This design comes from an exercise in tuning for small area and a short achievable clock period on the open sky130 flow, not from production work.
RTL that was checked went through simulation tests only; none was proved equivalent to the original.
Power is estimated from default activity; no workload was simulated.

lane 1:
// decb_lane
module decb_lane (
    input  wire        clk,
    input  wire        rst,
    input  wire        in_valid,
    input  wire [5:0]  in_frame,    
    input  wire [31:0] in_word,     
    input  wire [2:0]  bk,          
    input  wire [23:0] hi_level,
    input  wire [7:0]  hi_hys,
    input  wire [23:0] hh_level,
    input  wire [7:0]  hh_hys,
    input  wire [1:0]  clr_seen,    
    output reg         out_valid,
    output reg  [31:0] out_word,    
    output wire [1:0]  thr_state,   
    output wire [7:0]  hi_cnt,
    output wire [7:0]  hh_cnt,
    output wire [1:0]  seen         
);
    localparam [31:0] OFF32 = 32'h0500_0000;
    localparam [88:0] CLEAN = {83'd0, 2'd3, 2'd0, 2'd3};
    reg  [88:0] ring0, ring1, ring2, ring3, ring4, ring5;
    reg  [2:0]  pc;           
    reg         clean_q;      
    reg         rst_q;        
    reg  [26:0] x_q;          
    reg  [4:0]  srct_q;       
    reg  [2:0]  t_q;          
    reg  [2:0]  bk_q;         
    reg  [2:0]  sel;          
    reg         pending;      
    reg         busy;         
    reg         fin;          
    wire        proc = (pending && pc == 3'd0) || busy;
    wire take = pc <= t_q;
    wire ev   = pc < t_q;
    wire [26:0] y;
    wire [88:0] nh;
    decb_halfband u_hb (
        .h  (ring0),
        .x  (x_q),
        .ev (ev),
        .y  (y),
        .nh (nh)
    );
    always @(posedge clk) begin
        ring0 <= ring1;
        ring1 <= ring2;
        ring2 <= ring3;
        ring3 <= ring4;
        ring4 <= ring5;
        if (clean_q)
            ring5 <= CLEAN;
        else if (proc && take)
            ring5 <= nh;
        else
            ring5 <= ring0;
    end
    always @(posedge clk) begin
        rst_q <= rst;
        if (rst) begin
            pc      <= 3'd0;
            clean_q <= 1'b1;
        end else begin
            pc      <= (pc == 3'd5) ? 3'd0 : pc + 3'd1;
  ...
clock: 48.0 ns
lec_check: 0
cap_margin: 20
core_margin: 2
core_utilization: 40
slew_margin: 20
standard.sh (not shown) runs the stock make flow with config.mk's settings and CLKGATE_MAP_FILE= SYNTH_SCRIPT=/design/flow/synth_recipe.tcl, a recipe that flattens the netlist after the stock synthesis.
==> flow/flow/run.sh <==
#!/bin/bash
set -euo pipefail
bash standard.sh "BUFFER_PORTS_ARGS=-buffer_cell sky130_fd_sc_hd__buf_1" "CTS_ARGS=-sink_clustering_enable -repair_clock_nets -dont_use_dummy_load -buf_list sky130_fd_sc_hd__clkbuf_8 -sink_clustering_size 20 -sink_clustering_max_diameter 60" "SETUP_SLACK_MARGIN=37.4" finish > standard_make.log 2>&1
Lane 1: PASS, flow complete, no timing, DRC or antenna violations
### lane 1 -> lane 5
==> flow/flow/run.sh <==
#!/bin/bash
set -euo pipefail
bash standard.sh "BUFFER_PORTS_ARGS=-buffer_cell sky130_fd_sc_hd__buf_1" "CTS_ARGS=-sink_clustering_enable -repair_clock_nets -dont_use_dummy_load -buf_list sky130_fd_sc_hd__clkbuf_8 -sink_clustering_size 20 -sink_clustering_max_diameter 60" finish > standard_make.log 2>&1
==> comparison <==
Against lane 1, global-route wire length before repair in lane 5 came out better. Leakage power for lane 5 is lower than for lane 1. Lower sequential portion of the cell area was reported by lane 1, not lane 5. On final critical-path share of the clock period: lane 5 sits above lane 1. Lane 1 → lane 5: power consumed by combinational cells dropped about 2%, count of buffers not belonging to the clock network in the layout moved down, clock buffer count from CTS fell 1, number of inserted filler cells in the final layout +2.1%.
No run of this note included a check of the RTL's function; only the layout flow was run.

---

== run 1 ==
decb_lane, a different RTL version from the one above (not shown whole).
Size: roughly 2100 cells after synthesis, about 710 flip-flops, roughly 160 I/O pins, roughly 0.025 sq mm of cells after synthesis.
Settings: LEC_CHECK=0, CAP_MARGIN=20, CORE_MARGIN=2, CORE_UTILIZATION=75, SLEW_MARGIN=20; clock period 48.0 ns.
==> flow/flow/run.sh <==
#!/bin/bash
set -euo pipefail
bash standard.sh "BUFFER_PORTS_ARGS=-buffer_cell sky130_fd_sc_hd__buf_1" "CTS_ARGS=-sink_clustering_enable -repair_clock_nets -dont_use_dummy_load -buf_list sky130_fd_sc_hd__clkbuf_8 -root_buf sky130_fd_sc_hd__clkbuf_16 -sink_clustering_size 16 -sink_clustering_max_diameter 60" finish > standard_make.log 2>&1
Edits applied to the flow inputs when going from run 1 to run 2:
- swapping 75 for 65 in CORE_UTILIZATION
==> run notes <==
The higher data arrival time of the critical path of run 1 and run 2 is in run 1. Of run 1 and run 2, run 2 shows the higher cell count after placement, with run 1 below it. From run 1 to run 2 the numbers moved as follows: number of cells on the worst hold path level; flip-flop and latch count level; final weighted congestion in routability-driven placement moved down. Run 2 against run 1: clock buffer instance count of the final layout went up, sequential share of layout area went down. Compared with run 1, placement density in the core of run 2 is lower.
--- input diff run 2..run 3 ---
- setting PLACE_DENSITY to 0.8 for the first time
Findings:
Row fraction of met2 tracks used by global routing: run 3 higher / run 2 lower. Lower logic gate share of total power goes to run 2 over run 3. | power | lower: run 2 |. Looking at maximum clock skew at final layout, run 3 sits below run 2. On depth of the worst register-to-register path: run 3 sits below run 2. Between run 3 and run 2, the via count of the first global-routing pass is higher for run 3. Run 2 -> run 3: largest fanout on the critical path delta 0, exact match.

---

v29:
The RTL this note starts from:
==> flow/design.v <==
module decb_halfband (
    input  wire [88:0] h,       
    input  wire [26:0] x,       
    input  wire        ev,      
    output wire [26:0] y,       
    output wire [88:0] nh       
);
    wire signed [29:0] r1 = h[88:59];
    wire signed [28:0] r2 = h[58:30];
    wire signed [23:0] e  = h[29:6];
    wire [1:0] ls = h[5:4];
    wire [1:0] lo = h[3:2];
    wire [1:0] lu = h[1:0];
    wire signed [23:0] xv = x[23:0];
    wire        [30:0] n;
    decb_add #(31) u_n (.a({r1[29], r1}), .b(~{{7{xv[23]}}, xv}), .ci(1'b1), .s(n), .co());
    wire        [25:0] ru;
    decb_add #(26) u_ru (.a(n[30:5]), .b(26'd0), .ci(n[4]), .s(ru), .co());
    wire               tie = n[4] & ~|n[3:0];
    wire        [25:0] r   = {ru[25:1], ru[0] & ~tie};
    wire               ovp = ~r[25] & (r[24] | r[23]);
    wire               ovn = r[25] & ~(r[24] & r[23] & |r[22:0]);
    wire        [23:0] c   = ovp ? 24'h7FFFFF :
                             ovn ? 24'h800001 : r[23:0];
    assign y = {(|ls) | x[26], (|lo) | x[25], (|lu) | x[24], c};
    wire        [24:0] x9h;
    decb_add #(25) u_x9 (.a({{4{xv[23]}}, xv[23:3]}), .b({xv[23], xv}), .ci(1'b0), .s(x9h), .co());
    wire signed [27:0] x9 = {x9h, xv[2:0]};
    wire signed [29:0] sa;
    decb_add #(30) u_sa (.a({r2[28], r2}), .b(ev ? {{2{x9[27]}}, x9} : {{2{xv[23]}}, xv, 4'd0}),
                         .ci(1'b0), .s(sa), .co());
    wire signed [28:0] sb;
    decb_add #(29) u_sb (.a({x9[27], x9}), .b(~{{5{e[23]}}, e}), .ci(1'b1), .s(sb), .co());
    function [1:0] lvl_next(input [1:0] l, input f, input even);
        lvl_next = f ? 2'd3 : (even ? ((l == 2'd0) ? 2'd0 : l - 2'd1) : l);
    endfunction
    wire [1:0] nls = lvl_next(ls, x[26], ev);
    wire [1:0] nlo = lvl_next(lo, x[25], ev);
    wire [1:0] nlu = lvl_next(lu, x[24], ev);
    assign nh = ev ? {sa, sb, xv, nls, nlo, nlu}
                   : {r1, sa[28:0], e, nls, nlo, nlu};
endmodule
module decb_add #(
    parameter integer W   = 8,
    parameter integer CMP = 0
) (
    input  wire [W-1:0] a,
    input  wire [W-1:0] b,
    input  wire         ci,
    output wire [W-1:0] s,
    output wire         co
);
    localparam integer L = (W > 32) ? 6 : (W > 16) ? 5 : (W > 8) ? 4 : (W > 4) ? 3 : (W > 2) ? 2 : 1;
    wire [W-1:0] p = a ^ b;
    wire [W-1:0] gl [0:2*L];
    wire [W-1:0] tl [0:2*L];
    assign gl[0] = (a & b) | {{(W-1){1'b0}}, (CMP ? (a[0] | b[0]) : p[0]) & ci};
    assign tl[0] = CMP ? (a | b) : p;
    genvar k, i;
    generate
        for (k = 1; k <= 2 * L; k = k + 1) begin : lv
            localparam integer D = (k <= L) ? (1 << (k - 1)) : (1 << (2 * L - k));
            for (i = 0; i < W; i = i + 1) begin : bt
                if ((k <= L && (i + 1) % (2 * D) == 0) ||
                    (k > L && (i + 1) % (2 * D) == D && i + 1 >= 3 * D)) begin : nd
                    assign gl[k][i] = gl[k-1][i] | (tl[k-1][i] & gl[k-1][i-D]);
                    assign tl[k][i] = tl[k-1][i] & tl[k-1][i-D];
                end else begin : ps
                    assign gl[k][i] = gl[k-1][i];
                    assign tl[k][i] = tl[k-1][i];
                end
            end
        end
    endgenerate
    wire [W-1:0] c = gl[2*L];
    generate
        if (W > 1) begin : sm
            assign s = p ^ {c[W-2:0], ci};
        end else begin : s1
            assign s = p ^ ci;
        end
    endgenerate
    assign co = c[W-1];
endmodule
module decb_thresh (
    input  wire        clk,
    input  wire        rst,
    input  wire        rst_d,        
    input  wire        en,           
    input  wire        o,            
    input  wire        u,            
    input  wire [24:0] mag,          
    input  wire [23:0] level,
    input  wire [7:0]  hys,
    input  wire        clr_seen,
    output reg         state,
    output reg  [7:0]  cnt,
    output reg         seen
);
    reg         st;
    always @(posedge clk)
        st <= state & ~rst_d;
    wire [11:0] lim_hi;
    wire        lim_nn;
    decb_add #(12) u_lim (.a(level[23:12]), .b(~{4'd0, hys & {8{st}}}), .ci(1'b1),
                          .s(lim_hi), .co(lim_nn));
    wire ge;
    decb_add #(25, 1) u_ge (.a(mag), .b(~{1'b0, lim_hi, level[11:0]}), .ci(1'b1), .s(), .co(ge));
    wire above = o || ge;
    wire below = lim_nn & ~ge;
    wire rise = (level != 24'd0) && !u && !state && above;
    wire fall = (level != 24'd0) && !u && state && !o && below;
    wire       inc = en && rise;
    wire [8:0] cc;
    wire [7:0] cnt_nx;
    assign cc[0] = inc;
    genvar b;
    generate
        for (b = 0; b < 8; b = b + 1) begin : ic
            assign cnt_nx[b]  = cnt[b] ^ cc[b];
            assign cc[b + 1] = cnt[b] & cc[b];
        end
    endgenerate
    always @(posedge clk) begin
        if (rst)
            cnt <= 8'd0;
        else
            cnt <= cnt_nx;
    end
    always @(posedge clk) begin
        if (rst) begin
            state <= 1'b0;
            seen  <= 1'b0;
        end else if (en) begin
            if (level == 24'd0)
                state <= 1'b0;
            else if (rise)
                state <= 1'b1;
            else if (fall)
                state <= 1'b0;
            if (rise)
                seen <= 1'b1;
            else if (clr_seen)
                seen <= 1'b0;
        end
    end
endmodule
module decb_lane (
    input  wire        clk,
    input  wire        rst,
    input  wire        in_valid,
    input  wire [5:0]  in_frame,    
    input  wire [31:0] in_word,     
    input  wire [2:0]  bk,          
    input  wire [23:0] hi_level,
    input  wire [7:0]  hi_hys,
    input  wire [23:0] hh_level,
    input  wire [7:0]  hh_hys,
    input  wire [1:0]  clr_seen,    
    output reg         out_valid,
    output reg  [31:0] out_word,    
    output wire [1:0]  thr_state,   
    output wire [7:0]  hi_cnt,
    output wire [7:0]  hh_cnt,
    output wire [1:0]  seen         
);
    localparam [31:0] OFF32 = 32'h0500_0000;
    localparam [88:0] CLEAN = {83'd0, 2'd3, 2'd0, 2'd3};
    reg  [88:0] ring0, ring1, ring2, ring3, ring4, ring5;
    reg  [2:0]  pc;           
    reg         clean_q;      
    reg         rst_q;        
    reg  [26:0] x_q;          
    reg  [4:0]  srct_q;       
    reg  [2:0]  t_q;          
    reg  [2:0]  bk_q;         
    reg  [2:0]  sel;          
    reg         pending;      
    reg         busy;         
    reg         fin;          
    wire        proc = (pending && pc == 3'd0) || busy;
    wire take = pc <= t_q;
    wire ev   = pc < t_q;
    wire [26:0] y;
    wire [88:0] nh;
    decb_halfband u_hb (
        .h  (ring0),
        .x  (x_q),
        .ev (ev),
        .y  (y),
        .nh (nh)
    );
    always @(posedge clk) begin
        ring0 <= ring1;
        ring1 <= ring2;
        ring2 <= ring3;
        ring3 <= ring4;
        ring4 <= ring5;
        if (clean_q)
            ring5 <= CLEAN;
        else if (proc && take)
            ring5 <= nh;
        else
            ring5 <= ring0;
    end
    always @(posedge clk) begin
        rst_q <= rst;
        if (rst) begin
            pc      <= 3'd0;
            clean_q <= 1'b1;
        end else begin
            pc      <= (pc == 3'd5) ? 3'd0 : pc + 3'd1;
            if (pc == 3'd5)
                clean_q <= 1'b0;
        end
    end
    wire [2:0] nsel   = (bk_q != sel && bk_q <= t_q) ? bk_q : sel;
    wire       dlv    = nsel <= t_q;
    wire       we     = dlv && ((proc && pc == nsel) || (fin && nsel == 3'd6));
    always @(posedge clk) begin
        if (rst) begin
            pending   <= 1'b0;
            busy      <= 1'b0;
            fin       <= 1'b0;
            out_valid <= 1'b0;
        end else begin
            if (in_valid)
                pending <= 1'b1;
            else if (pc == 3'd0)
                pending <= 1'b0;
            if (pc == 3'd0)
                busy <= pending;
            else if (pc == 3'd5)
                busy <= 1'b0;
            fin       <= busy && pc == 3'd5;
            out_valid <= fin;
        end
    end
    always @(posedge clk) begin
        if (rst_q) begin
            sel      <= 3'd0;
            out_word <= OFF32;
        end else begin
            if (fin)
                sel <= nsel;
            if (we)
                out_word <= {srct_q, x_q};
        end
    end
    wire hold_in = pending || busy || fin;
    wire [2:0] t_in = !in_frame[0] ? 3'd0 : !in_frame[1] ? 3'd1 :
                      !in_frame[2] ? 3'd2 : !in_frame[3] ? 3'd3 :
                      !in_frame[4] ? 3'd4 : !in_frame[5] ? 3'd5 : 3'd6;
    always @(posedge clk) begin
        if (proc)
            x_q <= y;
        else if (!pending)
            x_q <= in_word[26:0];
        if (!hold_in) begin
            srct_q  <= in_word[31:27];
            t_q     <= t_in;
            bk_q    <= {bk[2:1], bk[0] & ~(bk[2] & bk[1])};
        end
    end
    reg        v1;           
    reg [23:0] hi_level_q, hh_level_q;
    reg [7:0]  hi_hys_q, hh_hys_q;
    reg [1:0]  clr_q;
    always @(posedge clk) begin
        v1         <= in_valid;
        hi_level_q <= hi_level;
        hh_level_q <= hh_level;
        hi_hys_q   <= hi_hys;
        hh_hys_q   <= hh_hys;
        clr_q      <= clr_seen;
    end
    wire [24:0] mag;
    decb_add #(25) u_mag (.a({1'b0, x_q[23:0] ^ {24{x_q[23]}}}), .b(25'd0), .ci(x_q[23]),
                          .s(mag), .co());
    decb_thresh u_hi (
        .clk      (clk),
        .rst      (rst_q),
        .rst_d    (rst_q),
        .en       (v1),
        .o        (x_q[25]),
        .u        (x_q[24]),
        .mag      (mag),
        .level    (hi_level_q),
        .hys      (hi_hys_q),
        .clr_seen (clr_q[0]),
        .state    (thr_state[0]),
        .cnt      (hi_cnt),
        .seen     (seen[0])
    );
    decb_thresh u_hh (
        .clk      (clk),
        .rst      (rst_q),
        .rst_d    (rst_q),
        .en       (v1),
        .o        (x_q[25]),
        .u        (x_q[24]),
        .mag      (mag),
        .level    (hh_level_q),
        .hys      (hh_hys_q),
        .clr_seen (clr_q[1]),
        .state    (thr_state[1]),
        .cnt      (hh_cnt),
        .seen     (seen[1])
    );
endmodule
==> flow/config.mk <==
export PLATFORM = sky130hd
export DESIGN_NAME = decb_lane
export DESIGN_NICKNAME = decb_lane
export VERILOG_FILES = /design/flow/design.v
export SDC_FILE = /design/flow/constraint.sdc
export NUM_CORES = 4
export LEC_CHECK = 0
export CAP_MARGIN = 20
export CORE_MARGIN = 2
export CORE_UTILIZATION = 65
export SLEW_MARGIN = 20
==> flow/constraint.sdc <==
create_clock -name core_clock -period 48.0 [get_ports {clk}]
set_input_delay 9.6000 -clock core_clock [delete_from_list [all_inputs] [get_ports {clk}]]
set_output_delay 9.6000 -clock core_clock [all_outputs]
set_load 0.01 [all_outputs]
==> flow/flow/run.sh <==
#!/bin/bash
set -euo pipefail
bash standard.sh "BUFFER_PORTS_ARGS=-buffer_cell sky130_fd_sc_hd__buf_1" "CTS_ARGS=-sink_clustering_enable -repair_clock_nets -dont_use_dummy_load -buf_list sky130_fd_sc_hd__clkbuf_8 -sink_clustering_size 16 -sink_clustering_max_diameter 60" finish > standard_make.log 2>&1
v29: PASS, flow complete, no timing, DRC or antenna violations
diff inputs: v29 => v30
- CORE_UTILIZATION now 40, was 65
==> flow/flow/run.sh <==
#!/bin/bash
set -euo pipefail
bash standard.sh "BUFFER_PORTS_ARGS=-buffer_cell sky130_fd_sc_hd__buf_1" "CTS_ARGS=-sink_clustering_enable -repair_clock_nets -dont_use_dummy_load -buf_list sky130_fd_sc_hd__clkbuf_8 -sink_clustering_size 20 -sink_clustering_max_diameter 60" finish > standard_make.log 2>&1
==> run notes <==
- v30 finished end to end and its layout was clean on timing, DRC and antenna.
- v30: share of post-route cells with drive strength above 1 0.20 points below v29
- Against v29, v30 reports a post-route worst hold slack that is lower.
- Post-route minimum period in v30 vs v29: up 0.055 ns
- v30 and v29 ended up with roughly the same count of nets after finishing.
- Across both runs, setup slack was lower for v30 than for v29.
- Compared to v29, v30 has ratio of total power to cell area 0.75 mW/mm^2 lower.
- In the reports for v29 and v30, the smaller routed wire length belongs to v29.
- Going from v29 to v30, number of well taps +328, overall power -about 0.34%.
- Compared with v29, v30 shows a higher cell area after layout.
- | ratio of final minimum period to clock period | v30 vs v29 | ≈ equal |
### v30 -> v33
- a change of CORE_UTILIZATION from 40 to 65
## What came out
Any difference in sequential power between v30 and v33 is small enough to ignore.
Diff v30 -> v33 | die area | down by more than a quarter
v30 consumes more power than v33.
On area fraction of clock buffers and clock inverters, v30 and v33 are basically level.
Worst hold slack up 0.015 ns in v33 wrt v30
Overall routed net length, v30 and v33, lower one = v33.
Relative to v30, the initial cell density of the core of v33 is higher by 25 points.

[what the ideal ports hide]
The results above use ideal ports. As a check the final layouts listed here were re-extracted and re-timed, cells and wires unchanged.
Step 1 (the two cells are an assumption about what drives the block):
set clk [get_ports {clk}]
set_driving_cell -lib_cell sky130_fd_sc_hd__clkbuf_16 $clk
set_driving_cell -lib_cell sky130_fd_sc_hd__buf_2 [delete_from_list [all_inputs] $clk]
Step 2 also shifts input and output timing later by t, the mid clock arrival at the registers, as if the neighbouring blocks saw the same clock.
Slacks: ideal ports / drivers / drivers and shift; pairs: ideal ports / drivers.
run	t (ns)	setup WS [ns]	worst setup path after step 2
lane 1	0.700	36.968 / 36.999 / 36.299	input to register
lane 5	0.700	36.463 / 36.496 / 35.796	input to register
run 1	0.599	37.285 / 37.227 / 37.700	input to register
run 2	0.609	37.296 / 37.237 / 37.720	input to register
run 3	0.616	37.242 / 37.184 / 37.682	input to register
v29	0.704	37.186 / 37.133 / 37.696	input to register
v30	0.685	37.131 / 37.074 / 37.689	input to register
v33	0.680	37.201 / 37.148 / 37.707	input to register
After both steps setup and hold are still met in every run listed. For lane 1, which loses most, drivers alone change the setup slack by +0.031 ns; drivers and shift together by -0.669 ns.
